This design comes from an exercise in tuning for small area, a short achievable clock period and few clock cycles per item on the open sky130 flow, not from production work.
Only simulation tests tie the RTL to the original design; equivalence was not proved.

==> flow/design.v (excerpt) <==
module grn_convert (
    input  wire         clk,
    input  wire         rst_n,
    input  wire         in_valid,
    output wire         in_ready,
    input  wire [59:0]  in_e0,        
    input  wire [59:0]  in_e1,        
    input  wire [11:0]  in_f,         
    input  wire [143:0] in_m,         
    input  wire [47:0]  in_tf,        
    input  wire [47:0]  in_d,         
    input  wire         in_thermen,
    input  wire         in_derateen,
    output wire         out_valid,
    output wire [71:0]  out_l,        
    output wire [2:0]   out_clip      
);
    reg       ready_r;
    reg [4:0] v;
    assign in_ready  = ready_r;
    assign out_valid = v[4];
    always @(posedge clk) begin
        if (!rst_n) begin
            ready_r <= 1'b0;
            v       <= 5'd0;
        end else begin
            ready_r <= 1'b1;
            v       <= {v[3:0], in_valid & ready_r};
        end
    end
    reg [59:0]  e0_0, e1_0;
    reg [11:0]  f_0;
    reg [143:0] m_0;
    reg [47:0]  tf_0, d_0;
    always @(posedge clk) begin
        e0_0 <= in_e0;
        e1_0 <= in_e1;
        f_0  <= in_f;
        m_0  <= in_m;
        tf_0 <= in_thermen  ? in_tf : {3{16'h8000}};
  ...
Size in the first run: roughly 16000 cells after synthesis, about 450 I/O pins, roughly 170000 um^2 of cells after synthesis.
Settings: LEC_CHECK=0, ABC_CLOCK_PERIOD_IN_PS=7000, CAP_MARGIN=20, CORE_MARGIN=2, CORE_UTILIZATION=55, PLACE_DENSITY=0.65, SLEW_MARGIN=20, SYNTH_HIERARCHICAL=1, SYNTH_MINIMUM_KEEP_SIZE=0; clock period 33.0 ns.
standard.sh (not shown) runs the stock make flow with config.mk's settings and CLKGATE_MAP_FILE= SYNTH_SCRIPT=/design/flow/synth_recipe.tcl, a recipe that flattens the netlist after the stock synthesis.
==> flow/flow/run.sh <==
#!/bin/bash
# Layout of grn_convert: the standard flow (standard.sh) with two changes.
# 1. One netlist edit between synthesis and floorplan. Synthesis maps each
#    Booth selector alone (SYNTH_HIERARCHICAL 1), and ABC's upsize step then
#    sizes its OR-AND-INVERT (or AND-OR-INVERT) gate to o22ai_2 (a22oi_2)
#    because it sits on that tiny module's only path. Each one drives a
#    single adder input, so it goes back to o22ai_1 (a22oi_1): same function
#    and pins. Registers are untouched.
#    The registers that drive the output ports (l_4, c_4, v[4], ready_r)
#    keep their cell type but get the stronger dfxtp_4, since the paths to
#    the outputs are the slowest.
# 2. Every port still gets its own buffer, but a plain buf_2 instead of the
#    delay cell buffer_ports picks by default.
# Logs: synth.log, resize.log, layout.log in this folder (ORFS's own logs
# are under orfs/logs).
set -euo pipefail
bash standard.sh synth > synth.log 2>&1
R=orfs/results/${FLOW_PLATFORM}/grn_convert/base
n=$(grep -c 'sky130_fd_sc_hd__o22ai_2 ' "$R/1_2_yosys.v" || true)
m=$(grep -c 'sky130_fd_sc_hd__a22oi_2 ' "$R/1_2_yosys.v" || true)
sed -i -e 's/sky130_fd_sc_hd__o22ai_2 /sky130_fd_sc_hd__o22ai_1 /' \
       -e 's/sky130_fd_sc_hd__a22oi_2 /sky130_fd_sc_hd__a22oi_1 /' "$R/1_2_yosys.v"
sed -i -E 's/sky130_fd_sc_hd__dfxtp_1 (\\l_4\[|\\c_4\[|\\v\[4\]|\\ready_r\$)/sky130_fd_sc_hd__dfxtp_4 \1/' "$R/1_2_yosys.v"
k=$(grep -c 'sky130_fd_sc_hd__dfxtp_4 ' "$R/1_2_yosys.v" || true)
echo "o22ai_2 resized to o22ai_1: $n, a22oi_2 resized to a22oi_1: $m, output registers resized to dfxtp_4: $k" > resize.log
export BUFFER_PORTS_ARGS="-buffer_cell sky130_fd_sc_hd__buf_2"
bash standard.sh > layout.log 2>&1
The starting point completed with no timing, DRC or antenna violations.
Testbench counts at the start, summed over its fixed seeds: cycles 3,240, items 9,600.
Then changed:
- CORE_UTILIZATION: 55 -> 45
- CTS_CLUSTER_DIAMETER: unset -> 60
- CTS_CLUSTER_SIZE: unset -> 24
- PLACE_DENSITY: 0.65 -> unset
Outcome: Routed wire length went up by 2.1%. Global-route usage went down by 6.6 points. Area after synthesis stays the same. Core utilization went down by 10 points. Clock-buffer cell count went down by 42. Final area went up by 0.67%. Via count went down by 0.64%.

## what the ideal ports hide
In the flow no input, the clock included, has a driving cell. The finished layouts below were timed again as built, in two steps.
Step 1 assumes that a clkbuf_16 drives the clock port and a buf_2 every other input.
Step 2 moves the port delays by t, midway between the first and last clock arrival at a register: inputs arrive t later, outputs are due t later. That takes back most of the time a late clock gives input paths.
Slacks: ideal / step 1 / step 2; pairs: ideal / step 1.
run	t (ns)	setup WS [ns]	hold slack, ns	worst setup path after step 2	worst register clock-pin slew, ns
the first run	0.980	25.050 / 24.939 / 25.266	0.310 / 0.310 / 0.310	register to register	0.08 / 0.08
the second run	0.999	25.043 / 24.923 / 25.183	0.313 / 0.313 / 0.313	register to register	0.09 / 0.09
After both steps every run listed still meets setup and hold.
